This is an optimization exercise on Yosys and OpenROAD, whose aim is small area, a short achievable clock period and few clock cycles per item, not a production implementation.
Where RTL was checked, it was by simulation tests only, not by an equivalence proof against the original.
Function not checked in runs 4 and 5: the RTL went through the layout flow alone.

File: flow/design.v
module sha256_core (
    input  wire         clk,
    input  wire         rst,         
    input  wire         in_valid,
    output wire         in_ready,
    input  wire         first,       
    input  wire [511:0] block,
    output reg          out_valid,
    output wire [255:0] digest
);
    localparam [31:0] IV0 = 32'h6a09e667, IV1 = 32'hbb67ae85, IV2 = 32'h3c6ef372, IV3 = 32'ha54ff53a,
                      IV4 = 32'h510e527f, IV5 = 32'h9b05688c, IV6 = 32'h1f83d9ab, IV7 = 32'h5be0cd19;
    reg        busy;
    reg  [5:0] c;
    reg        cur_valid;    
    reg        pend;         
    reg        fill_ok;      
    reg        fr;           
    reg        frn;          
    reg        z0;           
    wire c_is62 = (c == 6'd62);
    wire c_is63 = (c == 6'd63);
    wire fill   = (c[5:4] == 2'b11);
    assign in_ready = busy & c_is63 & fill_ok;
    wire   acc      = in_valid & in_ready & ~rst;
    always @(posedge clk) begin
        if (rst) begin
            busy      <= 1'b0;
            c         <= 6'd48;
            cur_valid <= 1'b0;
            pend      <= 1'b0;
            fr        <= 1'b0;
            z0        <= 1'b0;
            out_valid <= 1'b0;
        end else begin
            out_valid <= z0 & cur_valid;
            z0        <= busy & c_is63;
            if (!busy) begin
                c <= 6'd48;
                if (in_valid) begin
                    busy      <= 1'b1;
                    c         <= 6'd49;
                    cur_valid <= 1'b0;
                    pend      <= 1'b0;
                end
            end else begin
                c <= c + 6'd1;
                if (c_is63)
                    pend <= in_valid & fill_ok;
                if (z0) begin
                    cur_valid <= pend;
                    fr        <= pend & frn;
                    pend      <= 1'b0;
                    if (!pend) begin
                        busy <= 1'b0;
                        c    <= 6'd48;
                    end
                end
            end
        end
    end
    always @(posedge clk) begin
        if (c == 6'd48)
            fill_ok <= in_valid;
        else
            fill_ok <= fill_ok & in_valid;
        if (acc)
            frn <= first;
    end
    reg [31:0] kr;
    always @(*) begin
        case (c)
            6'd0: kr = 32'h428a2f98;
            6'd1: kr = 32'h71374491;
            6'd2: kr = 32'hb5c0fbcf;
            6'd3: kr = 32'he9b5dba5;
            6'd4: kr = 32'h3956c25b;
            6'd5: kr = 32'h59f111f1;
            6'd6: kr = 32'h923f82a4;
            6'd7: kr = 32'hab1c5ed5;
            6'd8: kr = 32'hd807aa98;
            6'd9: kr = 32'h12835b01;
            6'd10: kr = 32'h243185be;
            6'd11: kr = 32'h550c7dc3;
            6'd12: kr = 32'h72be5d74;
            6'd13: kr = 32'h80deb1fe;
            6'd14: kr = 32'h9bdc06a7;
            6'd15: kr = 32'hc19bf174;
            6'd16: kr = 32'he49b69c1;
            6'd17: kr = 32'hefbe4786;
            6'd18: kr = 32'h0fc19dc6;
            6'd19: kr = 32'h240ca1cc;
            6'd20: kr = 32'h2de92c6f;
            6'd21: kr = 32'h4a7484aa;
            6'd22: kr = 32'h5cb0a9dc;
            6'd23: kr = 32'h76f988da;
            6'd24: kr = 32'h983e5152;
            6'd25: kr = 32'ha831c66d;
            6'd26: kr = 32'hb00327c8;
            6'd27: kr = 32'hbf597fc7;
            6'd28: kr = 32'hc6e00bf3;
            6'd29: kr = 32'hd5a79147;
            6'd30: kr = 32'h06ca6351;
            6'd31: kr = 32'h14292967;
            6'd32: kr = 32'h27b70a85;
            6'd33: kr = 32'h2e1b2138;
            6'd34: kr = 32'h4d2c6dfc;
            6'd35: kr = 32'h53380d13;
            6'd36: kr = 32'h650a7354;
            6'd37: kr = 32'h766a0abb;
            6'd38: kr = 32'h81c2c92e;
            6'd39: kr = 32'h92722c85;
            6'd40: kr = 32'ha2bfe8a1;
            6'd41: kr = 32'ha81a664b;
            6'd42: kr = 32'hc24b8b70;
            6'd43: kr = 32'hc76c51a3;
            6'd44: kr = 32'hd192e819;
            6'd45: kr = 32'hd6990624;
            6'd46: kr = 32'hf40e3585;
            6'd47: kr = 32'h106aa070;
            6'd48: kr = 32'h19a4c116;
            6'd49: kr = 32'h1e376c08;
            6'd50: kr = 32'h2748774c;
            6'd51: kr = 32'h34b0bcb5;
            6'd52: kr = 32'h391c0cb3;
            6'd53: kr = 32'h4ed8aa4a;
            6'd54: kr = 32'h5b9cca4f;
            6'd55: kr = 32'h682e6ff3;
            6'd56: kr = 32'h748f82ee;
            6'd57: kr = 32'h78a5636f;
            6'd58: kr = 32'h84c87814;
            6'd59: kr = 32'h8cc70208;
            6'd60: kr = 32'h90befffa;
            6'd61: kr = 32'ha4506ceb;
            6'd62: kr = 32'hbef9a3f7;
            6'd63: kr = 32'hc67178f2;
            default: kr = 32'h0;
        endcase
    end
    reg  [31:0] w [0:15];
    reg  [31:0] blk_word;
    always @(*) begin
        case (c[3:0])
            4'd0:  blk_word = block[511:480];
            4'd1:  blk_word = block[479:448];
            4'd2:  blk_word = block[447:416];
            4'd3:  blk_word = block[415:384];
            4'd4:  blk_word = block[383:352];
            4'd5:  blk_word = block[351:320];
            4'd6:  blk_word = block[319:288];
            4'd7:  blk_word = block[287:256];
            4'd8:  blk_word = block[255:224];
            4'd9:  blk_word = block[223:192];
            4'd10: blk_word = block[191:160];
            4'd11: blk_word = block[159:128];
            4'd12: blk_word = block[127:96];
            4'd13: blk_word = block[95:64];
            4'd14: blk_word = block[63:32];
            default: blk_word = block[31:0];
        endcase
    end
    wire [31:0] ws0   = {w[1][6:0], w[1][31:7]} ^ {w[1][17:0], w[1][31:18]} ^ (w[1] >> 3);
    wire [31:0] ws1   = {w[14][16:0], w[14][31:17]} ^ {w[14][18:0], w[14][31:19]} ^ (w[14] >> 10);
    wire [31:0] w_new = ws1 + w[9] + ws0 + w[0];
    integer i;
    always @(posedge clk) begin
        for (i = 0; i < 15; i = i + 1)
            w[i] <= w[i+1];
        w[15] <= fill ? blk_word : w_new;
    end
    reg [31:0] hv0, hv1, hv2, hv3, hv4, hv5, hv6, hv7;
    assign digest = {hv0, hv1, hv2, hv3, hv4, hv5, hv6, hv7};
    wire [31:0] hi0 = fr ? IV0 : hv0;
    wire [31:0] hi1 = fr ? IV1 : hv1;
    wire [31:0] hi2 = fr ? IV2 : hv2;
    wire [31:0] hi3 = fr ? IV3 : hv3;
    wire [31:0] hi4 = fr ? IV4 : hv4;
    wire [31:0] hi5 = fr ? IV5 : hv5;
    wire [31:0] hi6 = fr ? IV6 : hv6;
    wire [31:0] hi7 = fr ? IV7 : hv7;
    reg [31:0] a, b, cc, e, f, g, ps, pc, qs, qc;
    wire [31:0] big_s0 = {a[1:0], a[31:2]} ^ {a[12:0], a[31:13]} ^ {a[21:0], a[31:22]};
    wire [31:0] big_s1 = {e[5:0], e[31:6]} ^ {e[10:0], e[31:11]} ^ {e[24:0], e[31:25]};
    wire [31:0] ch     = (e & f) ^ (~e & g);
    wire [31:0] maj    = (a & b) | (cc & (a | b));
    wire [31:0] xe1_s = qs ^ qc ^ ch;
    wire [31:0] xe1_c = ((qs & qc) | (qs & ch) | (qc & ch)) << 1;
    wire [31:0] xe2_s = xe1_s ^ xe1_c ^ big_s1;
    wire [31:0] xe2_c = ((xe1_s & xe1_c) | (xe1_s & big_s1) | (xe1_c & big_s1)) << 1;
    wire [31:0] e_new = xe2_s + xe2_c;
    wire [31:0] x1_s = ps ^ pc ^ ch;
    wire [31:0] x1_c = ((ps & pc) | (ps & ch) | (pc & ch)) << 1;
    wire [31:0] x2_s = big_s1 ^ big_s0 ^ maj;
    wire [31:0] x2_c = ((big_s1 & big_s0) | (big_s1 & maj) | (big_s0 & maj)) << 1;
    wire [31:0] x3_s = x1_s ^ x1_c ^ x2_s;
    wire [31:0] x3_c = ((x1_s & x1_c) | (x1_s & x2_s) | (x1_c & x2_s)) << 1;
    wire [31:0] x4_s = x3_s ^ x3_c ^ x2_c;
    wire [31:0] x4_c = ((x3_s & x3_c) | (x3_s & x2_c) | (x3_c & x2_c)) << 1;
    wire [31:0] a_new = x4_s + x4_c;
    wire [31:0] fa_h = c_is62 ? hi3 : c_is63 ? hi2 : hi1;
    wire [31:0] fe_h = c_is62 ? hi7 : c_is63 ? hi6 : hi5;
    wire [31:0] fa_s = fa_h + (cur_valid ? a : 32'd0);
    wire [31:0] fe_s = fe_h + (cur_valid ? e : 32'd0);
    wire        ld_a = frn | ~cur_valid;      
    wire [31:0] n0 = frn ? IV0 : hv0;
    wire [31:0] n1 = frn ? IV1 : fa_s;
    wire [31:0] n2 = frn ? IV2 : hv2;
    wire [31:0] n3 = frn ? IV3 : hv3;
    wire [31:0] n4 = frn ? IV4 : hv4;
    wire [31:0] n5 = frn ? IV5 : fe_s;
    wire [31:0] n6 = frn ? IV6 : hv6;
    wire [31:0] n7 = frn ? IV7 : hv7;
    wire [31:0] hn  = z0 ? n7 : g;
    wire [31:0] dn  = z0 ? n3 : cc;
    wire [31:0] ij0 = c_is63 ? hi0 : 32'd0;
    wire [31:0] ij4 = c_is63 ? hi4 : 32'd0;
    wire [31:0] y1_s = hn ^ kr ^ w[0];
    wire [31:0] y1_c = ((hn & kr) | (hn & w[0]) | (kr & w[0])) << 1;
    wire [31:0] yp_s = y1_s ^ y1_c ^ ij0;
    wire [31:0] yp_c = ((y1_s & y1_c) | (y1_s & ij0) | (y1_c & ij0)) << 1;
    wire [31:0] y2_s = y1_s ^ y1_c ^ dn;
    wire [31:0] y2_c = ((y1_s & y1_c) | (y1_s & dn) | (y1_c & dn)) << 1;
    wire [31:0] yq_s = y2_s ^ y2_c ^ ij4;
    wire [31:0] yq_c = ((y2_s & y2_c) | (y2_s & ij4) | (y2_c & ij4)) << 1;
    always @(posedge clk) begin
        a  <= (z0 & ld_a) ? n0 : a_new;
        b  <= z0 ? n1 : a;
        cc <= z0 ? n2 : b;
        e  <= (z0 & ld_a) ? n4 : e_new;
        f  <= z0 ? n5 : e;
        g  <= z0 ? n6 : f;
        ps <= yp_s;
        pc <= yp_c;
        qs <= yq_s;
        qc <= yq_c;
    end
    wire upd = busy & cur_valid;
    always @(posedge clk) begin
        if (upd & c_is62) begin hv3 <= fa_s; hv7 <= fe_s; end
        if (upd & c_is63) begin hv2 <= fa_s; hv6 <= fe_s; end
        if (upd & z0)     begin hv1 <= fa_s; hv5 <= fe_s; hv0 <= a_new; hv4 <= e_new; end
    end
endmodule
File: flow/flow/run.sh
#!/bin/bash
set -e
export BUFFER_PORTS_ARGS="-buffer_cell sky130_fd_sc_hd__buf_1"
bash standard.sh MATCH_CELL_FOOTPRINT=0 finish > standard.log 2>&1
File: flow/standard.sh
#!/bin/bash
# synth_recipe.tcl (not shown) runs the flow's synth.tcl, then flattens the netlist and writes it again
# the make line also repeats each setting of config.mk as NAME=value (left out here)
make -C /OpenROAD-flow-scripts/flow DESIGN_CONFIG=/design/flow/config.mk WORK_HOME=/design/flow/orfs CLKGATE_MAP_FILE= SYNTH_SCRIPT=/design/flow/synth_recipe.tcl "${@:-finish}"
File: flow/config.mk
export PLATFORM = sky130hd
export DESIGN_NAME = sha256_core
export DESIGN_NICKNAME = sha256_core
export VERILOG_FILES = /design/flow/design.v
export SDC_FILE = /design/flow/constraint.sdc
export NUM_CORES = 4
export LEC_CHECK = 0
export CAP_MARGIN = 20
export CORE_MARGIN = 2
export CORE_UTILIZATION = 45
export CTS_BUF_LIST = sky130_fd_sc_hd__clkbuf_8
export PLACE_DENSITY = 0.65
export SETUP_SLACK_MARGIN = 4.5
export SLEW_MARGIN = 20
File: flow/constraint.sdc
create_clock -name core_clock -period 9.0 [get_ports {clk}]
set_input_delay 1.8000 -clock core_clock [delete_from_list [all_inputs] [get_ports {clk}]]
set_output_delay 1.8000 -clock core_clock [all_outputs]
set_load 0.01 [all_outputs]
==> results of run 1 <==
[per-layer routing]
layer | up-vias | routed length, µm
li1 | 20159 | -
met1 | 24112 | 101300
met2 | 3452 | 124400
met3 | 819 | 34070
met4 | 20 | 29120
met5 | - | 138
[cells in the final DEF, fill, tap and decap left out, drive strengths merged, types with 29 or more instances in the layout]
cell       n
buf      979
dfxtp    843
inv      511
fa       368
a21oi    333
nor2     326
xnor2    289
nand2    281
edfxtp   257
o21ai    238
clkbuf   223
ha       177
xor2     112
a22o     105
a22oi    104
a21o      96
nand3     77
and3      76
and2      65
o22a      63
nor3      52
a221oi    48
o2bb2ai   47
a31oi     43
clkinv    42
diode     39
a211oi    37
nand4     31
a222oi    31
nor2b     31
mux2      29
[worst max-delay path by stage]
| stage | slack [ns] | to | cells past startpoint |
|---|---|---|---|
| 3_3_place_gp | 3.08 | hv5[24] | 19 |
| 4_1_cts | 4.21 | a[30] | 22 |
| 2_1_floorplan | 4.23 | hv0[0] | 5 |
| 3_5_place_dp | 2.95 | b[24] | 20 |
| 5_1_grt | 4.09 | a[30] | 22 |
| 6_report | 4.13 | a[30] | 22 |
[logic make-up after synthesis]
kind of cell / after synthesis / share of synthesized area (%)
simple gates: 1024 / 8.598
mux: 50 / 1.033
compound gates: 1387 / 17.28
fa+ha+maj: 546 / 17.25
flops: 1100 / 44.22
buf+inv: 784 / 5.316
xor+xnor: 401 / 6.315
[state kept, by name, indices dropped and copies added, names as in the netlist, 6 cells and up]
register  cells
a            32
b            32
c             6
cc           32
e            32
f            32
g            32
hv0          32
hv1          32
hv2          32
hv3          32
hv4          32
hv5          32
hv6          32
hv7          32
pc           31
ps           32
qc           31
qs           32
w           512
[per-stage QoR]
stage / std cells / setup slack [ns]
finish: 7951 / 4.128
global route: 7935 / 4.094
CTS: 7862 / 4.212
detailed placement: 7447 / 2.953
global placement: 7445 / 3.083
floorplan: 5292 / 4.226
[layout make-up]
type | instances | area share [%]
antenna | 39 | 0.1431
clock buffer | 209 | 4.219
clock inverter | 117 | 1.855
inverter | 459 | 2.547
multi-input combinational | 3409 | 44.32
sequential | 1100 | 36.45
tap | 1625 | 2.982
timing repair buffer | 993 | 7.487
[repair_timing]
item / 4_1_cts / 5_1_grt
cloned: 10 / 4
setup endpoints to repair: 398 / 218
buffers inserted: 79 / 45
gates resized for setup: 363 / 220
pin swaps: 59 / 94
==> summary.md, run 1 <==
| Metric | Value |
|---|---|
| Outcome | `finished clean` |
| Initial antenna violation count | `56` |
| # setup viols final | `0` |
| Clock Pin Slew Worst Setup and Hold Paths | `0.07 ns` |
| Grt met3 use | `13.52%` |
| WL/cell | `36.35 µm` |
| Hold Path End | `w[12][8]` |
| Die Wd | `355.6 µm` |
| Root Driver | `clkbuf_8` |
| Number of global-route vias before repair | `46605` |
| Worst Tran Pin Value | `1.324 ns` |
| Tcrit/Tclk final | `54.13%` |
| GR Util met2 | `65.39%` |
| Detail Route Antenna Nets | `0` |
| Most numerous cell in the Yosys netlist | `dfxtp_1` |
| Total congestion overflow | `0` |
| CP delay by family, top | `adder cells` |
| Post-synth EDFFs | `257` |
| WHS Path Cells | `0` |
| Async set-reset flop share out of synthesis | `0%` |
| Iter 0 DRT Violations | `6532` |
| Crit-path slowest cell | `fa_1` |
| Starting Density | `45.52%` |
| RR Startpoint | `e[8]` |
| Clk buf depth | `3` |
| Sequential Area | `24850 µm²` |
| Top post-synthesis cells by area | `dfxtp_1 30%, edfxtp_1 14%, fa_1 13%, xnor2_1 4.6%, ha_1 4.0%` |
| DP Area | `60160 µm²` |
| Unrepaired setup endpoints after global routing | `yes` |
| CTS Sinks | `1100` |
| #FFs+latches synth | `1100` |
| Final wirelength | `289000 µm` |
| CP Cell Sequence | `xnor2_2, xnor2_2, inv_1, fa_1, inv_2, fa_1, inv_2, fa_2, inv_2, ha_4, inv_2, fa_2, nor2b_2, o21bai_1, a21o_1, a21o_1, buf_6, o21ai_4, a211oi_4, o21ai_2, xnor2_2, o22a_1` |
| Global-route usage over all layers | `44.61%` |
| Synth-to-layout area growth | `22.59%` |
| Hold Path Class | `register to register` |
| Final TNS setup | `0 ns` |
| CP bufs+invs | `6` |
| Post-Syn Area | `55620 µm²` |
| Synth cell types | `94` |
| Footprint of the multi-input gates | `30220 µm²` |
| CP max FO | `4` |
| TritonCTS clock tree | `done` |
| CP Launch Type | `register` |
| Via count | `48562` |
| TritonRoute pass-1 iters | `7` |
| Reg2reg setup slack | `4.13 ns` |
| Hold Crit Start | `w[13][8]` |
| Critical Path Sink Type | `register` |
| Ys Warns | `2` |
| Commonest cells in the synthesized netlist | `843 x dfxtp_1, 456 x inv_1, 368 x fa_1` |
| Worst skew pair latency | `0.97 ns` |
| Port Buf Inserts | `773` |
| Largest net degree at the start of global routing | `106` |
| Top_reg_cell synth | `dfxtp_1` |
| H-tree depth | `4` |
| Share of post-route cells with drive strength above 1 | `15.22%` |
| CP max stage delay | `0.50 ns` |
| Row count | `128` |
| Final Core Density | `55.80%` |
| Mapped Nets | `6353` |
| Met1 global-route usage | `53.45%` |
| Fin nets | `7198` |
| Most Crowded Layer GR | `met2` |
| Sequential share of the synthesized area | `44.22%` |
| F_max | `205.3 MHz` |
| I/O pins | `774` |
| Hpwl dp | `221000 µm` |
| Cells on worst reg2reg path | `22` |
| Hold WS | `0.3099 ns` |
| Avg Synthesized Cell Area | `10.51 µm²` |
| Final Cell Area | `68180 µm²` |
| Minimum clock period | `4.872 ns` |
| Vias/cell | `6.108` |
| Cts hold-fix bufs | `0` |
| Worst R2R End | `a[30]` |
| Fin. max-slew vios | `0` |
| Hold Fails Final Rpt | `0` |
| Worst setup path class | `register to register` |
| Relative slew slack | `10.34%` |
| Arr. time, crit path | `5.70 ns` |
| GP Congestion | `1.053` |
| Worst path required time | `9.83 ns` |
| DRC errors left | `0` |
| CP startpoint | `e[8]` |
| Worst Skew | `0.06361 ns` |
| # Max-Cap Violations | `0` |
| First-pass GRT wire length | `384700 µm` |
| Top-area cell type share of the netlist area | `30.34%` |
| Placeable Area | `122200 µm²` |
| Most frequent CP cell | `inv_2` |
| Die Y | `355.6 µm` |
| Layout fillers | `10700` |
| TritonCTS Buffers | `174` |
| Cell taking the most area after synthesis | `dfxtp_1` |
| Die area | `126400 µm²` |
| Syn Inst Count | `5292` |
Testbench counts, summed over its fixed seeds: cycles 82,064, items 1,280.
==> inputs of run 2 (changes only) <==
--- a/flow/config.mk
+++ b/flow/config.mk
@@ -12,3 +12,3 @@
 export PLACE_DENSITY = 0.65
-export SETUP_SLACK_MARGIN = 4.5
+export SETUP_SLACK_MARGIN = 3.5
 export SLEW_MARGIN = 20
==> run 2 against run 1 <==
Net effect:
- maximum frequency is 10% lower
- routed wire length decreased by 5.6%
- sequential share of layout area grew 1.8 points
- area after synthesis did not move
- cell area decreased by 5.7%
- worst setup slack got worse by 0.56 ns
- global-route usage shrank 2.4 points
- synthesized cell count unchanged
- core utilization shrank 3.2 points
- still clean on timing, DRC and antenna
- die area unchanged
- highest routed layer unchanged
==> summary.md, run 2 <==
| Metric | Value |
|---|---|
| Outcome | `finished clean (unchanged)` |
| Multiplexer share of the synthesized area | `1.033% (unchanged)` |
| Avg Synthesized Cell Area | `10.51 µm² (unchanged)` |
| Fin cells | `7823 (was 7951)` |
| Tcrit/Tclk final | `60.37% (was 54.13%)` |
| Mapped Nets | `6353 (unchanged)` |
| Post-synthesis compound-gate area fraction | `17.28% (unchanged)` |
| Placeable Area | `122200 µm² (unchanged)` |
| Detail Route Antenna Nets | `0 (unchanged)` |
| Synth cell types | `94 (unchanged)` |
| Most Crowded Layer GR | `met2 (unchanged)` |
| Clock Pin Slew Worst Setup and Hold Paths | `0.07 ns (about the same)` |
| #FFs+latches synth | `1100 (unchanged)` |
| Worst Skew | `0.06706 ns (was 0.06361 ns)` |
| Layout fillers | `11235 (was 10700)` |
| Hpwl dp | `215700 µm (was 221000 µm)` |
| Cells on worst reg2reg path | `16 (was 22)` |
| Worst path required time | `9.67 ns (was 9.83 ns)` |
| Final Cell Area | `64300 µm² (was 68180 µm²)` |
| GP Congestion | `1.095 (was 1.053)` |
| TritonRoute pass-1 iters | `9 (was 7)` |
| Largest net degree at the start of global routing | `199 (was 106)` |
| DRC errors left | `0 (unchanged)` |
| Ys Warns | `2 (unchanged)` |
| Pre-CTS setup slack | `3.285 ns (was 2.953 ns)` |
| Reg with most FFs | `w (unchanged)` |
| Vias/cell | `6.028 (was 6.108)` |
| GR Util met2 | `62.16% (was 65.39%)` |
| Minimum clock period | `5.434 ns (was 4.872 ns)` |
| Port Buf Inserts | `773 (unchanged)` |
| Worst setup path class | `register to register (unchanged)` |
| Worst Tran Pin Value | `1.248 ns (was 1.324 ns)` |
| Top post-synthesis cells by area | `dfxtp_1 30%, edfxtp_1 14%, fa_1 13%, xnor2_1 4.6%, ha_1 4.0% (unchanged)` |
| DP Area | `60070 µm² (was 60160 µm²)` |
| WHS Path Cells | `0 (unchanged)` |
| Clk buf depth | `3 (unchanged)` |
| Post-Synth Adder-Cell Area | `17.25% (unchanged)` |
| H-tree depth | `4 (unchanged)` |
| Worst setup margin | `3.566 ns (was 4.128 ns)` |
| Fin. max-slew vios | `0 (unchanged)` |
| Iter 0 DRT Violations | `6415 (was 6532)` |
| Fin nets | `7061 (was 7198)` |
| # Max-Cap Violations | `0 (unchanged)` |
| Die area | `126400 µm² (unchanged)` |
| WL/cell | `34.87 µm (was 36.35 µm)` |
| Starting Density | `45.52% (unchanged)` |
| F_max | `184.0 MHz (was 205.3 MHz)` |
| Die Wd | `355.6 µm (unchanged)` |
| CP max FO | `7 (was 4)` |
| Hold Path Class | `register to register (unchanged)` |
| Async set-reset flop share out of synthesis | `0% (unchanged)` |
| Post-synth EDFFs | `257 (unchanged)` |
| First-pass GRT wire length | `366500 µm (was 384700 µm)` |
| Critical Path Sink Type | `register (unchanged)` |
| Total congestion overflow | `0 (unchanged)` |
| Number of global-route vias before repair | `44887 (was 46605)` |
| Row count | `128 (unchanged)` |
| Relative slew slack | `16.78% (was 10.34%)` |
| Post-synthesis simple-gate area fraction | `8.598% (unchanged)` |
| Global-route usage over all layers | `42.25% (was 44.61%)` |
| TritonCTS clock tree | `done (unchanged)` |
| TritonCTS Buffers | `177 (was 174)` |
| Die Y | `355.6 µm (unchanged)` |
| Final wirelength | `272800 µm (was 289000 µm)` |
| Xor/xnor share of the synthesized area | `6.315% (unchanged)` |
| Met1 global-route usage | `51.64% (was 53.45%)` |
| I/O pins | `774 (unchanged)` |
| # setup viols final | `0 (unchanged)` |
| Most numerous cell in the Yosys netlist | `dfxtp_1 (unchanged)` |
| Placed cells | `7438 (was 7447)` |
| Hold Fails Final Rpt | `0 (unchanged)` |
| Grt met3 use | `12.33% (was 13.52%)` |
| Syn Inst Count | `5292 (unchanged)` |
| Hold WS | `0.2961 ns (was 0.3099 ns)` |
| Sequential share of the synthesized area | `44.22% (unchanged)` |
| Cell taking the most area after synthesis | `dfxtp_1 (unchanged)` |
| Synth-to-layout area growth | `15.61% (was 22.59%)` |
| Commonest non-fill, non-tap cell in the layout | `dfxtp_1 (was buf_1)` |
| Post-Syn Area | `55620 µm² (unchanged)` |
| CTS Sinks | `1100 (unchanged)` |
| Worst skew pair latency | `0.95 ns (was 0.97 ns)` |
| Share of post-route cells with drive strength above 1 | `7.979% (was 15.22%)` |
| Top_reg_cell synth | `dfxtp_1 (unchanged)` |
| Main combinational cell family by area after synthesis | `compound AO/OA/AOI/OAI gates (unchanged)` |
| Max reg flops | `512 (unchanged)` |
| Commonest cells in the synthesized netlist | `843 x dfxtp_1, 456 x inv_1, 368 x fa_1 (unchanged)` |
| Top-area cell type share of the netlist area | `30.34% (unchanged)` |
| CP Launch Type | `register (unchanged)` |
| Unrepaired setup endpoints after global routing | `yes (unchanged)` |
| Via count | `47160 (was 48562)` |
| Final TNS setup | `0 ns (unchanged)` |
| Arr. time, crit path | `6.10 ns (was 5.70 ns)` |
| Most frequent cells in the layout | `834 x dfxtp_1, 773 x buf_1, 505 x inv_1, 368 x fa_1, 331 x a21oi_1 (was 773 x buf_1, 744 x dfxtp_1, 493 x inv_1, 361 x fa_1, 309 x nor2_1)` |
| Root Driver | `clkbuf_8 (unchanged)` |
| Initial antenna violation count | `67 (was 56)` |
[run 2: cell counts after synthesis]
No cell type changed its count.
[run 2: worst max-delay path, cell delays in order, from the launching register on]
cell,delay [ns]
dfxtp_1,0.59
xor2_1,0.15
xnor2_1,0.75
fa_1,0.54
inv_1,0.09
fa_1,0.40
fa_1,0.39
ha_1,0.40
a21o_1,0.19
a21oi_1,0.17
o21ai_0,0.13
a21oi_2,0.28
a21o_1,0.29
a21oi_1,0.22
a211oi_2,0.30
o21bai_1,0.12
xor2_1,0.15
[run 2: final cells by class]
cell class	count	area [µm²]	share of cell area, %
multi-input combinational	3408	28370	44.12
sequential	1100	24610	38.28
timing repair buffer	854	3625	5.637
clock buffer	215	2959	4.602
tap	1625	2033	3.162
inverter	459	1728	2.687
clock inverter	118	865.8	1.347
antenna	44	110.1	0.1712
[run 2: cells by family (layout without fill, tap and decap cells)]
kind of cell / after synthesis / count (layout)
flip-flops: 1100 / 1100
buffers and inverters: 784 / 1646
other: 0 / 44
XOR/XNOR: 401 / 401
adder cells (fa/ha/maj): 546 / 546
multiplexers: 50 / 50
AND/OR/NAND/NOR: 1024 / 1024
AO/OA/AOI/OAI: 1387 / 1387
[run 2: worst paths after layout]
path / from / slack, ns / end
max reg2reg: e[18] / 3.57 / hv0[29]
max: e[18] / 3.57 / hv0[29]
min reg2reg: w[13][10] / 0.30 / w[12][10]
min: w[13][10] / 0.30 / w[12][10]
[run 2: routing by layer]
| metal | wire, µm | up-vias |
|---|---|---|
| met3 | 31000 | 752 |
| met2 | 117700 | 3140 |
| met1 | 98380 | 23324 |
| met4 | 25500 | 28 |
| li1 | - | 19916 |
| met5 | 179 | - |
[run 2: timing repair]
action                                  in CTS  in global routing
hold buffers                                 0                  0
pin swaps                                    1                  5
setup buffers                                2                  3
endpoints found under the setup margin      24                 88
gates resized for setup                     11                 30
[run 2: stage by stage]
step	util [%]
floorplan	-
global placement	49.15
detailed placement	49.16
CTS	52.36
global route	52.59
finish	52.62
==> inputs of run 3 (changes only) <==
--- a/flow/config.mk
+++ b/flow/config.mk
@@ -12,3 +12,3 @@
 export PLACE_DENSITY = 0.65
-export SETUP_SLACK_MARGIN = 3.5
+export SETUP_SLACK_MARGIN = 4
 export SLEW_MARGIN = 20
==> run 3 against run 2 <==
Net effect:
- register-to-register slack gained 0.43 ns
- maximum frequency grew 8.6%
- final cell count grew 0.18%
- clock skew shrank 0.0065 ns
- non-clock buffer count grew 35
- largest cell class unchanged
- highest routed layer unchanged
- sequential cell count is the same
- count of clock-buffer cells in the layout shrank 4
- still clean
- critical path type unchanged
==> summary.md, run 3 <==
| Metric | Value |
|---|---|
| Row count | `128 (unchanged)` |
| Reg with most FFs | `w (unchanged)` |
| Total congestion overflow | `0 (unchanged)` |
| Unrepaired setup endpoints after global routing | `yes (unchanged)` |
| Worst setup margin | `3.996 ns (was 3.566 ns)` |
| Hold Path Class | `register to register (unchanged)` |
| First-pass GRT wire length | `365200 µm (was 366500 µm)` |
| Syn Inst Count | `5292 (unchanged)` |
| Outcome | `finished clean (unchanged)` |
| I/O pins | `774 (unchanged)` |
| Most frequent cells in the layout | `799 x dfxtp_1, 773 x buf_1, 516 x inv_1, 367 x fa_1, 327 x a21oi_1 (was 834 x dfxtp_1, 773 x buf_1, 505 x inv_1, 368 x fa_1, 331 x a21oi_1)` |
| DP Area | `60070 µm² (about the same)` |
| Sequential share of the synthesized area | `44.22% (unchanged)` |
| F_max | `199.8 MHz (was 184.0 MHz)` |
| Post-synth EDFFs | `257 (unchanged)` |
| Hold Fails Final Rpt | `0 (unchanged)` |
| Most numerous cell in the Yosys netlist | `dfxtp_1 (unchanged)` |
| Cell taking the most area after synthesis | `dfxtp_1 (unchanged)` |
| TritonCTS Buffers | `177 (unchanged)` |
| Worst path required time | `9.77 ns (was 9.67 ns)` |
| Share of post-route cells with drive strength above 1 | `9.441% (was 7.979%)` |
| Port Buf Inserts | `773 (unchanged)` |
| Max reg flops | `512 (unchanged)` |
| Vias/cell | `6.025 (was 6.028)` |
| TritonCTS clock tree | `done (unchanged)` |
| TritonRoute pass-1 iters | `7 (was 9)` |
| Ys Warns | `2 (unchanged)` |
| Pre-CTS setup slack | `2.896 ns (was 3.285 ns)` |
| CTS Sinks | `1100 (unchanged)` |
| Worst Skew | `0.06058 ns (was 0.06706 ns)` |
| CP max stage delay | `0.73 ns (was 0.75 ns)` |
| Relative slew slack | `12.96% (was 16.78%)` |
| Minimum clock period | `5.004 ns (was 5.434 ns)` |
| #FFs+latches synth | `1100 (unchanged)` |
| Clk buf depth | `3 (unchanged)` |
| RR Startpoint | `c[1] (was e[18])` |
| Die Wd | `355.6 µm (unchanged)` |
| DRC errors left | `0 (unchanged)` |
| Top-area cell type share of the netlist area | `30.34% (unchanged)` |
| CP Launch Type | `register (unchanged)` |
| Iter 0 DRT Violations | `6166 (was 6415)` |
| CP delay by family, top | `adder cells (unchanged)` |
| CP max FO | `30 (was 7)` |
| Fin nets | `7096 (was 7061)` |
| Final Cell Area | `64860 µm² (was 64300 µm²)` |
| Worst setup path class | `register to register (unchanged)` |
| WL/cell | `34.69 µm (was 34.87 µm)` |
| Mapped Nets | `6353 (unchanged)` |
| Final wirelength | `271800 µm (was 272800 µm)` |
| Root Driver | `clkbuf_8 (unchanged)` |
| Most frequent CP cell | `fa_1 (unchanged)` |
| H-tree depth | `4 (unchanged)` |
| Top_reg_cell synth | `dfxtp_1 (unchanged)` |
| Starting Density | `45.52% (unchanged)` |
| Number of global-route vias before repair | `45314 (was 44887)` |
| Synth-to-layout area growth | `16.62% (was 15.61%)` |
| CP startpoint | `c[1] (was e[18])` |
| CP Cell Sequence | `clkinv_1, ha_2, nand2_1, nor2_4, buf_4, nor4_1, nor3_1, fa_1, fa_1, fa_1 (was xor2_1, xnor2_1, fa_1, inv_1, fa_1, fa_1, ha_1, a21o_1, a21oi_1, o21ai_0, a21oi_2, a21o_1, a21oi_1, a211oi_2, o21bai_1, xor2_1)` |
| Worst skew pair latency | `0.94 ns (was 0.95 ns)` |
| Critical Path Sink Type | `register (unchanged)` |
| Commonest cells in the synthesized netlist | `843 x dfxtp_1, 456 x inv_1, 368 x fa_1 (unchanged)` |
| Initial antenna violation count | `70 (was 67)` |
| Global-route usage over all layers | `42.06% (was 42.25%)` |
| Die Y | `355.6 µm (unchanged)` |
| Crit-path slowest cell | `nor3_1 (was xnor2_1)` |
| Worst Tran Pin Value | `1.292 ns (was 1.248 ns)` |
| CP bufs+invs | `2 (was 1)` |
| Placeable Area | `122200 µm² (unchanged)` |
| Async set-reset flop share out of synthesis | `0% (unchanged)` |
| Final TNS setup | `0 ns (unchanged)` |
| Die area | `126400 µm² (unchanged)` |
| Arr. time, crit path | `5.77 ns (was 6.10 ns)` |
| Largest net degree at the start of global routing | `127 (was 199)` |
| # setup viols final | `0 (unchanged)` |
| Commonest non-fill, non-tap cell in the layout | `dfxtp_1 (unchanged)` |
| Via count | `47221 (was 47160)` |
| Avg Synthesized Cell Area | `10.51 µm² (unchanged)` |
| Hold Crit Start | `w[12][16] (was w[13][10])` |
| Top post-synthesis cells by area | `dfxtp_1 30%, edfxtp_1 14%, fa_1 13%, xnor2_1 4.6%, ha_1 4.0% (unchanged)` |
| Hpwl dp | `213500 µm (was 215700 µm)` |
| GP Congestion | `1.089 (was 1.095)` |
| Post-Syn Area | `55620 µm² (unchanged)` |
| Fin. max-slew vios | `0 (unchanged)` |
| Tcrit/Tclk final | `55.60% (was 60.37%)` |
| Clock Pin Slew Worst Setup and Hold Paths | `0.07 ns (about the same)` |
| # Max-Cap Violations | `0 (unchanged)` |
| Detail Route Antenna Nets | `0 (unchanged)` |
| Synth cell types | `94 (unchanged)` |
[run 3: what timing repair did]
action,4_1_cts,5_1_grt
setup buffers,7,29
setup endpoints to repair,283,165
resized for setup,80,81
gates cloned,0,1
hold buffers,0,0
pin swaps,6,19
[run 3: metrics by stage]
step                      utilization [%]  hold WS, ns  std cells
after detailed placement            49.16       0.3121       7442
after global routing                53.05       0.2870       7825
after CTS                           52.47       0.2789       7768
after global placement              49.15       0.3096       7441
final                               53.08       0.2822       7837
after floorplan                         -       0.3096       5292
[run 3: routing by layer]
| layer | part of all wire (%) | vias to the layer above | global-route usage [%] |
|---|---|---|---|
| met1 | 36 | 23336 | 50.75 |
| met5 | 0.092 | - | 0 |
| met3 | 11 | 790 | 13.31 |
| met2 | 43 | 3106 | 61.13 |
| li1 | - | 19953 | - |
| met4 | 9.9 | 36 | 35.38 |
[run 3: layout make-up]
type	instances	area, µm²
antenna	37	92.59
inverter	459	1730
tap	1625	2033
multi-input combinational	3408	28760
timing repair buffer	889	3924
clock inverter	108	749.5
sequential	1100	24670
clock buffer	211	2904
fill	11190	57340
[run 3: final timing paths]
| path | to | slack (ns) | cells after the start |
|---|---|---|---|
| worst max-delay path | qs[17] | 4.00 | 10 |
| worst max register to register | qs[17] | 4.00 | 10 |
| worst min register to register | w[11][16] | 0.28 | 0 |
| worst min-delay path | w[11][16] | 0.28 | 0 |
[run 3: logic make-up (layout without fill, tap and decap cells)]
group	Yosys count	in the layout	share of synthesized area, %
other cells	0	37	0
fa+ha+maj	546	546	17.25
mux	50	50	1.033
flops	1100	1100	44.22
compound gates	1387	1387	17.28
buf+inv	784	1667	5.316
xor+xnor	401	401	6.315
simple gates	1024	1024	8.598
[run 3: worst reg2reg max path: stages, from the launching register on]
cell and delay, ns:
dfxtp_4 0.40, clkinv_1 0.36, ha_2 0.54, nand2_1 0.26
nor2_4 0.33, buf_4 0.54, nor4_1 0.17, nor3_1 0.73
fa_1 0.60, fa_1 0.53, fa_1 0.41
==> inputs of run 4 (changes only) <==
--- a/flow/design.v
+++ b/flow/design.v
@@ -20,2 +20,4 @@
     reg        z0;           
+    reg        rdy;          
+    wire c_is48 = (c == 6'd48);
     wire c_is62 = (c == 6'd62);
@@ -23,3 +25,3 @@
     wire fill   = (c[5:4] == 2'b11);
-    assign in_ready = busy & c_is63 & fill_ok;
+    assign in_ready = rdy;
     wire   acc      = in_valid & in_ready & ~rst;
@@ -33,2 +35,3 @@
             z0        <= 1'b0;
+            rdy       <= 1'b0;
             out_valid <= 1'b0;
@@ -37,5 +40,6 @@
             z0        <= busy & c_is63;
+            rdy       <= busy & c_is62 & fill_ok & in_valid;
             if (!busy) begin
-                c <= 6'd48;
-                if (in_valid) begin
+                c <= {3'b110, c[2:0] + 3'd1};
+                if (in_valid & c_is48) begin
                     busy      <= 1'b1;
@@ -48,3 +52,3 @@
                 if (c_is63)
-                    pend <= in_valid & fill_ok;
+                    pend <= in_valid & rdy;
                 if (z0) begin
@@ -55,3 +59,3 @@
                         busy <= 1'b0;
-                        c    <= 6'd48;
+                        c    <= 6'd49;
                     end
@@ -62,3 +66,3 @@
     always @(posedge clk) begin
-        if (c == 6'd48)
+        if (c_is48)
             fill_ok <= in_valid;
@@ -170,12 +174,4 @@
     end
-    reg [31:0] hv0, hv1, hv2, hv3, hv4, hv5, hv6, hv7;
-    assign digest = {hv0, hv1, hv2, hv3, hv4, hv5, hv6, hv7};
-    wire [31:0] hi0 = fr ? IV0 : hv0;
-    wire [31:0] hi1 = fr ? IV1 : hv1;
-    wire [31:0] hi2 = fr ? IV2 : hv2;
-    wire [31:0] hi3 = fr ? IV3 : hv3;
-    wire [31:0] hi4 = fr ? IV4 : hv4;
-    wire [31:0] hi5 = fr ? IV5 : hv5;
-    wire [31:0] hi6 = fr ? IV6 : hv6;
-    wire [31:0] hi7 = fr ? IV7 : hv7;
+    reg [31:0] r0, r1, r2, r3, r4, r5, r6, r7;
+    assign digest = {r0, r1, r2, r3, r4, r5, r6, r7};
     reg [31:0] a, b, cc, e, f, g, ps, pc, qs, qc;
@@ -199,4 +195,6 @@
     wire [31:0] a_new = x4_s + x4_c;
-    wire [31:0] fa_h = c_is62 ? hi3 : c_is63 ? hi2 : hi1;
-    wire [31:0] fe_h = c_is62 ? hi7 : c_is63 ? hi6 : hi5;
+    wire [31:0] fa_iv = c_is62 ? IV3 : c_is63 ? IV2 : IV1;
+    wire [31:0] fe_iv = c_is62 ? IV7 : c_is63 ? IV6 : IV5;
+    wire [31:0] fa_h  = fr ? fa_iv : r0;
+    wire [31:0] fe_h  = fr ? fe_iv : r4;
     wire [31:0] fa_s = fa_h + (cur_valid ? a : 32'd0);
@@ -204,14 +202,14 @@
     wire        ld_a = frn | ~cur_valid;      
-    wire [31:0] n0 = frn ? IV0 : hv0;
+    wire [31:0] n0 = frn ? IV0 : r7;
     wire [31:0] n1 = frn ? IV1 : fa_s;
-    wire [31:0] n2 = frn ? IV2 : hv2;
-    wire [31:0] n3 = frn ? IV3 : hv3;
-    wire [31:0] n4 = frn ? IV4 : hv4;
+    wire [31:0] n2 = frn ? IV2 : r1;
+    wire [31:0] n3 = frn ? IV3 : r2;
+    wire [31:0] n4 = frn ? IV4 : r3;
     wire [31:0] n5 = frn ? IV5 : fe_s;
-    wire [31:0] n6 = frn ? IV6 : hv6;
-    wire [31:0] n7 = frn ? IV7 : hv7;
+    wire [31:0] n6 = frn ? IV6 : r5;
+    wire [31:0] n7 = frn ? IV7 : r6;
     wire [31:0] hn  = z0 ? n7 : g;
     wire [31:0] dn  = z0 ? n3 : cc;
-    wire [31:0] ij0 = c_is63 ? hi0 : 32'd0;
-    wire [31:0] ij4 = c_is63 ? hi4 : 32'd0;
+    wire [31:0] ij0 = c_is63 ? (fr ? IV0 : r6) : 32'd0;
+    wire [31:0] ij4 = c_is63 ? (fr ? IV4 : r2) : 32'd0;
     wire [31:0] y1_s = hn ^ kr ^ w[0];
@@ -236,7 +234,13 @@
     end
-    wire upd = busy & cur_valid;
-    always @(posedge clk) begin
-        if (upd & c_is62) begin hv3 <= fa_s; hv7 <= fe_s; end
-        if (upd & c_is63) begin hv2 <= fa_s; hv6 <= fe_s; end
-        if (upd & z0)     begin hv1 <= fa_s; hv5 <= fe_s; hv0 <= a_new; hv4 <= e_new; end
+    wire upd  = busy & cur_valid;
+    wire updf = upd & (c_is62 | c_is63 | z0);
+    always @(posedge clk) begin
+        r0 <= (upd & z0) ? a_new : r7;      
+        r1 <= updf ? fa_s : r0;             
+        r2 <= r1;
+        r3 <= r2;
+        r4 <= (upd & z0) ? e_new : r3;      
+        r5 <= updf ? fe_s : r4;             
+        r6 <= r5;
+        r7 <= r6;
     end
--- a/flow/config.mk
+++ b/flow/config.mk
@@ -11,2 +11,4 @@
 export CTS_BUF_LIST = sky130_fd_sc_hd__clkbuf_8
+export CTS_CLUSTER_DIAMETER = 70
+export CTS_CLUSTER_SIZE = 14
 export PLACE_DENSITY = 0.65
==> run 4 against run 3 <==
Net effect:
- critical endpoint is now qs[16]
- sequential cell count is 1 higher
- maximum frequency is 1.5% higher
- area after synthesis is 5.5% lower
- first-iteration DRC count is 26% lower
- worst hold slack worse by 0.034 ns
- routed wire length is 12% lower
- die area is 5.4% lower
- count of clock-buffer cells in the layout is 109 lower
- sequential share of layout area is 1.2 points lower
- critical path depth is 6 higher
- non-clock buffer count is 5 lower
- cell area is 7.0% lower
==> summary.md, run 4 <==
| Metric | Value |
|---|---|
| CP Launch Type | `register (unchanged)` |
| Most frequent cells in the layout | `1030 x dfxtp_1, 773 x buf_1, 543 x inv_1, 388 x nand2_1, 366 x fa_1 (was 799 x dfxtp_1, 773 x buf_1, 516 x inv_1, 367 x fa_1, 327 x a21oi_1)` |
| Die Y | `345.8 µm (was 355.6 µm)` |
| Post-synthesis compound-gate area fraction | `16.90% (was 17.28%)` |
| Post-Syn Area | `52590 µm² (was 55620 µm²)` |
| #FFs+latches synth | `1101 (was 1100)` |
| Post-Synth Adder-Cell Area | `18.26% (was 17.25%)` |
| Worst Tran Pin Value | `1.232 ns (was 1.292 ns)` |
| Most numerous cell in the Yosys netlist | `dfxtp_1 (unchanged)` |
| GP Congestion | `1.022 (was 1.089)` |
| WL/cell | `31.52 µm (was 34.69 µm)` |
| Reg with most FFs | `w (unchanged)` |
| Relative slew slack | `17.72% (was 12.96%)` |
| Worst path required time | `9.70 ns (was 9.77 ns)` |
| First-pass GRT wire length | `330300 µm (was 365200 µm)` |
| Async set-reset flop share out of synthesis | `0% (unchanged)` |
| Unrepaired setup endpoints after global routing | `yes (unchanged)` |
| Uppermost layer routed | `met5 (unchanged)` |
| Max reg flops | `512 (unchanged)` |
| Commonest cells in the synthesized netlist | `1100 x dfxtp_1, 546 x inv_1, 390 x nand2_1 (was 843 x dfxtp_1, 456 x inv_1, 368 x fa_1)` |
| Syn Inst Count | `5352 (was 5292)` |
| Hold Fails Final Rpt | `0 (unchanged)` |
| Fin. max-slew vios | `0 (unchanged)` |
| Vias/cell | `5.750 (was 6.025)` |
| Number of global-route vias before repair | `42840 (was 45314)` |
| Starting Density | `45.31% (was 45.52%)` |
| Fin nets | `7112 (was 7096)` |
| Sequential share of the synthesized area | `41.93% (was 44.22%)` |
| Port Buf Inserts | `773 (unchanged)` |
| Synth-to-layout area growth | `14.74% (was 16.62%)` |
| Placeable Area | `116000 µm² (was 122200 µm²)` |
| CP max FO | `22 (was 30)` |
| Met2 wire length | `109400 µm (was 115900 µm)` |
| Main combinational cell family by area after synthesis | `adder cells (was compound AO/OA/AOI/OAI gates)` |
| Arr. time, crit path | `5.63 ns (was 5.77 ns)` |
| Outcome | `finished clean (unchanged)` |
| Ys Warns | `2 (unchanged)` |
| Synth cell types | `88 (was 94)` |
| Worst setup path class | `register to register (unchanged)` |
| Met1 WL | `89960 µm (was 97690 µm)` |
| Clock Pin Slew Worst Setup and Hold Paths | `0.09 ns (was 0.07 ns)` |
| Cell taking the most area after synthesis | `dfxtp_1 (unchanged)` |
| Pre-CTS setup slack | `2.570 ns (was 2.896 ns)` |
| Top post-synthesis cells by area | `dfxtp_1 42%, fa_1 14%, xnor2_1 4.8%, ha_1 4.2%, inv_1 3.9% (was dfxtp_1 30%, edfxtp_1 14%, fa_1 13%, xnor2_1 4.6%, ha_1 4.0%)` |
| Via count | `43810 (was 47221)` |
| Hpwl dp | `191800 µm (was 213500 µm)` |
| Share of post-route cells with drive strength above 1 | `8.687% (was 9.441%)` |
| Final TNS setup | `0 ns (unchanged)` |
| Global-route usage over all layers | `39.24% (was 42.06%)` |
| Worst skew pair latency | `0.85 ns (was 0.94 ns)` |
| F_max | `202.9 MHz (was 199.8 MHz)` |
| TritonCTS Buffers | `93 (was 177)` |
| Hold Path Class | `register to register (unchanged)` |
| Worst Skew | `0.09675 ns (was 0.06058 ns)` |
| TritonCTS clock tree | `done (unchanged)` |
| Avg Synthesized Cell Area | `9.826 µm² (was 10.51 µm²)` |
| Commonest non-fill, non-tap cell in the layout | `dfxtp_1 (unchanged)` |
| H-tree depth | `3 (was 4)` |
| Critical Path Sink Type | `register (unchanged)` |
| Detail Route Antenna Nets | `0 (unchanged)` |
| Die area | `119600 µm² (was 126400 µm²)` |
| Total congestion overflow | `0 (unchanged)` |
| I/O pins | `774 (unchanged)` |
| Final wirelength | `240100 µm (was 271800 µm)` |
| Die Wd | `345.8 µm (was 355.6 µm)` |
| Largest net degree at the start of global routing | `87 (was 127)` |
| Root Driver | `clkbuf_8 (unchanged)` |
| Top_reg_cell synth | `dfxtp_1 (unchanged)` |
| Mapped Nets | `6413 (was 6353)` |
| TritonRoute pass-1 iters | `7 (unchanged)` |
| # Max-Cap Violations | `0 (unchanged)` |
| Minimum clock period | `4.929 ns (was 5.004 ns)` |
| # setup viols final | `0 (unchanged)` |
| Worst setup margin | `4.071 ns (was 3.996 ns)` |
| Post-synth EDFFs | `1 (was 257)` |
| Multiplexer share of the synthesized area | `1.144% (was 1.033%)` |
| Initial antenna violation count | `27 (was 70)` |
| Clk buf depth | `3 (unchanged)` |
| CTS Sinks | `1101 (was 1100)` |
| Met3 wire len | `21220 µm (was 31160 µm)` |
| DRC errors left | `0 (unchanged)` |
| Row count | `125 (was 128)` |
| Tcrit/Tclk final | `54.76% (was 55.60%)` |
| Xor/xnor share of the synthesized area | `6.745% (was 6.315%)` |
| Post-synthesis simple-gate area fraction | `9.072% (was 8.598%)` |
| Top-area cell type share of the netlist area | `41.88% (was 30.34%)` |
| Iter 0 DRT Violations | `4550 (was 6166)` |
run 4: final cells by class:
type	instances	area, µm²
Fill cell	10869	55710
Multi-Input combinational cell	3420	28620
Sequential cell	1101	22230
Timing Repair Buffer	884	3814
Inverter	551	2098
Tap cell	1524	1907
Clock buffer	102	1404
Clock inverter	20	226.5
Antenna cell	17	42.54
run 4: routing by layer:
layer | GRT usage, % | up-vias
li1 | - | 19387
met1 | 47.16 | 21562
met2 | 62.86 | 2308
met3 | 8.756 | 535
met4 | 26.74 | 18
met5 | 0 | -
run 4: stage by stage:
stage	hold WS [ns]	instance area [µm²]	instances	utilization [%]
floorplan	0.3096	52590	5352	-
global placement	0.3095	56990	7437	49.11
detailed placement	0.3121	57000	7437	49.12
CTS	0.2411	59730	7583	51.47
global route	0.2616	60320	7610	51.98
finish	0.2481	60340	7619	52.00
run 4: timing repair:
action	CTS	global route
pin swaps	24	29
buffers inserted	24	19
resized for setup	194	87
hold buffers	0	0
gates cloned	0	0
endpoints found under the setup margin	228	74
run 4: kinds of logic (layout without fill, tap and decap cells):
logic type / after synthesis / after routing
buf+inv: 831 / 1557
mux: 50 / 50
xor+xnor: 405 / 405
compound gates: 1364 / 1364
other cells: 0 / 17
flops: 1101 / 1101
simple gates: 1054 / 1054
fa+ha+maj: 547 / 547
run 4: worst paths after layout:
path	start	cells past startpoint	to	slack, ns
setup / recovery	c[1]	16	qs[16]	4.07
hold / removal	w[12][30]	0	w[11][30]	0.25
hold reg to reg	w[12][30]	0	w[11][30]	0.25
setup reg to reg	c[1]	16	qs[16]	4.07
run 4: worst max-delay path, cell delays in order (launching register included):
cell	delay [ns]
dfxtp_1	0.33
buf_6	0.25
clkinvlp_4	0.44
ha_2	0.74
nand2b_1	0.40
nand2_1	0.14
nor2_1	0.17
a21oi_1	0.06
nor2_1	0.11
nor3_1	0.07
a211oi_1	0.37
buf_4	0.25
fa_1	0.46
inv_1	0.09
fa_1	0.42
fa_1	0.49
inv_1	0.04
==> inputs of run 5 (changes only) <==
--- a/flow/config.mk
+++ b/flow/config.mk
@@ -14,3 +14,3 @@
 export PLACE_DENSITY = 0.65
-export SETUP_SLACK_MARGIN = 4
+export SETUP_SLACK_MARGIN = 4.25
 export SLEW_MARGIN = 20
==> run 5 against run 4 <==
Net effect:
- global-route usage is 0.072 points higher
- final cell count is 0.35% higher
- worst setup slack better by 0.039 ns
- maximum frequency is 0.79% higher
==> summary.md, run 5 <==
| Metric | Value |
|---|---|
| Reg2reg setup slack | `4.11 ns (was 4.07 ns)` |
| Hold WS | `0.2465 ns (was 0.2481 ns)` |
| Cell taking the most area after synthesis | `dfxtp_1 (unchanged)` |
| Placeable Area | `116000 µm² (unchanged)` |
| Tcrit/Tclk final | `54.33% (was 54.76%)` |
| Synth cell types | `88 (unchanged)` |
| Mapped Nets | `6413 (unchanged)` |
| # setup viols final | `0 (unchanged)` |
| F_max | `204.5 MHz (was 202.9 MHz)` |
| Worst R2R End | `r0[31] (was qs[16])` |
| Relative slew slack | `17.53% (was 17.72%)` |
| CP max FO | `4 (was 22)` |
| Die Wd | `345.8 µm (unchanged)` |
| Top post-synthesis cells by area | `dfxtp_1 42%, fa_1 14%, xnor2_1 4.8%, ha_1 4.2%, inv_1 3.9% (unchanged)` |
| Number of global-route vias before repair | `43091 (was 42840)` |
| Avg Synthesized Cell Area | `9.826 µm² (unchanged)` |
| # Max-Cap Violations | `0 (unchanged)` |
| Hold Fails Final Rpt | `0 (unchanged)` |
| Max reg flops | `512 (unchanged)` |
| Hold Crit Start | `w[11][17] (was w[12][30])` |
| Final Core Density | `52.50% (was 52.00%)` |
| Initial antenna violation count | `37 (was 27)` |
| Unrepaired setup endpoints after global routing | `yes (unchanged)` |
| Synth-to-layout area growth | `15.87% (was 14.74%)` |
| TritonRoute pass-1 iters | `8 (was 7)` |
| Starting Density | `45.31% (unchanged)` |
| Most numerous cell in the Yosys netlist | `dfxtp_1 (unchanged)` |
| Final wirelength | `240700 µm (was 240100 µm)` |
| WHS Path Cells | `0 (unchanged)` |
| Die Y | `345.8 µm (unchanged)` |
| I/O pins | `774 (unchanged)` |
| Root Driver | `clkbuf_8 (unchanged)` |
| Reg with most FFs | `w (unchanged)` |
| Row count | `125 (unchanged)` |
| First-pass GRT wire length | `331000 µm (was 330300 µm)` |
| Top_reg_cell synth | `dfxtp_1 (unchanged)` |
| CP Launch Type | `register (unchanged)` |
| Hold Path End | `w[10][17] (was w[11][30])` |
| Worst skew pair latency | `0.85 ns (about the same)` |
| #FFs+latches synth | `1101 (unchanged)` |
| WL/cell | `31.48 µm (was 31.52 µm)` |
| Fin. max-slew vios | `0 (unchanged)` |
| Fin nets | `7141 (was 7112)` |
| Sequential share of the synthesized area | `41.93% (unchanged)` |
| Minimum clock period | `4.890 ns (was 4.929 ns)` |
| RR Startpoint | `e[28] (was c[1])` |
| Worst Skew | `0.1008 ns (was 0.09675 ns)` |
| Share of post-route cells with drive strength above 1 | `9.677% (was 8.687%)` |
| DRC errors left | `0 (unchanged)` |
| Worst setup path class | `register to register (unchanged)` |
| Hpwl dp | `191800 µm (unchanged)` |
| Cells on worst reg2reg path | `20 (was 16)` |
| GP Congestion | `1.022 (unchanged)` |
| Arr. time, crit path | `5.57 ns (was 5.63 ns)` |
| Outcome | `finished clean (unchanged)` |
| Ys Warns | `2 (unchanged)` |
| Most frequent cells in the layout | `1021 x dfxtp_1, 773 x buf_1, 541 x inv_1, 387 x nand2_1, 367 x fa_1 (was 1030 x dfxtp_1, 773 x buf_1, 543 x inv_1, 388 x nand2_1, 366 x fa_1)` |
| Final TNS setup | `0 ns (unchanged)` |
| Worst setup margin | `4.110 ns (was 4.071 ns)` |
| H-tree depth | `3 (unchanged)` |
| Detail Route Antenna Nets | `0 (unchanged)` |
| Global-route usage over all layers | `39.31% (was 39.24%)` |
| Cts hold-fix bufs | `0 (unchanged)` |
| Critical Path Sink Type | `register (unchanged)` |
| Post-synth EDFFs | `1 (unchanged)` |
| Commonest non-fill, non-tap cell in the layout | `dfxtp_1 (unchanged)` |
| Iter 0 DRT Violations | `4813 (was 4550)` |
| Post-Syn Area | `52590 µm² (unchanged)` |
| Hold Path Class | `register to register (unchanged)` |
| Largest net degree at the start of global routing | `87 (unchanged)` |
| Via count | `43936 (was 43810)` |
| Vias/cell | `5.746 (was 5.750)` |
| Worst path required time | `9.68 ns (was 9.70 ns)` |
| Syn Inst Count | `5352 (unchanged)` |
| Clk buf depth | `3 (unchanged)` |
| Commonest cells in the synthesized netlist | `1100 x dfxtp_1, 546 x inv_1, 390 x nand2_1 (unchanged)` |
| Pre-CTS setup slack | `2.570 ns (unchanged)` |
| Total congestion overflow | `0 (unchanged)` |
| Async set-reset flop share out of synthesis | `0% (unchanged)` |
| TritonCTS clock tree | `done (unchanged)` |
| Worst Tran Pin Value | `1.237 ns (was 1.232 ns)` |
| Die area | `119600 µm² (unchanged)` |
| CTS Sinks | `1101 (unchanged)` |
| Port Buf Inserts | `773 (unchanged)` |
| Clock Pin Slew Worst Setup and Hold Paths | `0.10 ns (was 0.09 ns)` |
| Top-area cell type share of the netlist area | `41.88% (unchanged)` |
| TritonCTS Buffers | `93 (unchanged)` |
-- run 5: cell counts after synthesis --
Identical to the previous run, type by type.
-- run 5: stage by stage --
step                cells  area (µm²)
finish               7646       60930
global route         7641       60920
CTS                  7607       60390
detailed placement   7437       57000
global placement     7437       56990
floorplan            5352       52590
-- run 5: worst max-delay path, stage by stage (launching register included) --
cell and delay (ns):
dfxtp_4 0.37, buf_12 0.14, xor2_4 0.16, xnor2_4 0.18, fa_1 0.50, inv_2 0.04, fa_1 0.52, inv_1 0.05
fa_1 0.49, inv_2 0.06, ha_4 0.21, a21oi_4 0.18, o21ai_4 0.09, o31ai_4 0.21, a31o_4 0.26, o311ai_4 0.14
o31a_1 0.29, or4_4 0.43, a31oi_4 0.21, xnor2_2 0.14, o21ai_1 0.08
-- run 5: area by class of cell --
type                            count  area (µm²)
Inverter                          551        2102
Sequential cell                  1101       22260
Timing Repair Buffer              913        4119
Clock inverter                     20       226.5
Clock buffer                      102        1404
Antenna cell                       15       37.54
Multi-Input combinational cell   3420       28880
Tap cell                         1524        1907
Fill cell                       10822       55120
-- run 5: logic make-up after synthesis --
kind of cell    Yosys count  synth area share (%)
simple gates           1054                 9.072
mux                      50                 1.144
xor+xnor                405                 6.745
buf+inv                 831                 5.944
compound gates         1364                 16.90
fa+ha+maj               547                 18.26
flops                  1101                 41.93
-- run 5: how the worst max path moves through the flow --
stage          depth (start not counted)     end  startpoint  slack [ns]
2_1_floorplan                         20  r0[30]        e[7]        4.27
3_3_place_gp                          18   b[31]        c[0]        2.70
3_5_place_dp                          18   b[31]        c[0]        2.57
4_1_cts                               19  r0[31]        a[5]        4.10
5_1_grt                               20  r0[31]       e[28]        4.00
6_report                              20  r0[31]       e[28]        4.11
-- run 5: repair_timing --
action                                  4_1_cts  5_1_grt
endpoints found under the setup margin      285       76
gates resized for setup                     285       76
cloned                                        0        1
buffers inserted                             48       23
pin swaps                                    42       57
-- run 5: routing by layer --
metal | GRT usage, % | up-vias | routed length, µm
met5 | 0 | - | 153
met4 | 27.22 | 24 | 20150
met3 | 9.278 | 585 | 22210
met2 | 62.93 | 2401 | 109600
met1 | 46.79 | 21492 | 88610
li1 | - | 19434 | -

## what the ideal ports hide
How much do the figures lean on ideal ports? The routed layouts below were timed once more, with nothing changed but the port constraints.
Step 1 (the two cells are an assumption about what drives the block):
set clk [get_ports {clk}]
set_driving_cell -lib_cell sky130_fd_sc_hd__clkbuf_16 $clk
set_driving_cell -lib_cell sky130_fd_sc_hd__buf_2 [delete_from_list [all_inputs] $clk]
Step 2, shift: input delay + t, output delay - t, t = (earliest + latest rising clock arrival at the registers) / 2. This alone moves slack from input paths to output paths.
a / b / c = no drivers / after step 1 / after step 2; a / b = the first two.
run | shift t [ns] | setup WS [ns] | hold slack, ns | worst data-port slew with drivers (ns) | cell pins on the clock port's net
run 1 | 1.025 | 4.128 / 4.128 / 4.128 | 0.310 / 0.310 / 0.310 | 0.38 | 1
run 2 | 0.990 | 3.566 / 3.566 / 3.566 | 0.296 / 0.296 / 0.296 | 0.39 | 1
run 3 | 0.989 | 3.996 / 3.996 / 3.996 | 0.282 / 0.282 / 0.282 | 0.36 | 1
run 4 | 0.867 | 4.071 / 4.071 / 4.071 | 0.248 / 0.248 / 0.248 | 0.33 | 1
run 5 | 0.861 | 4.110 / 4.110 / 4.110 | 0.247 / 0.247 / 0.247 | 0.31 | 1
After both steps setup and hold are still met in every run listed.
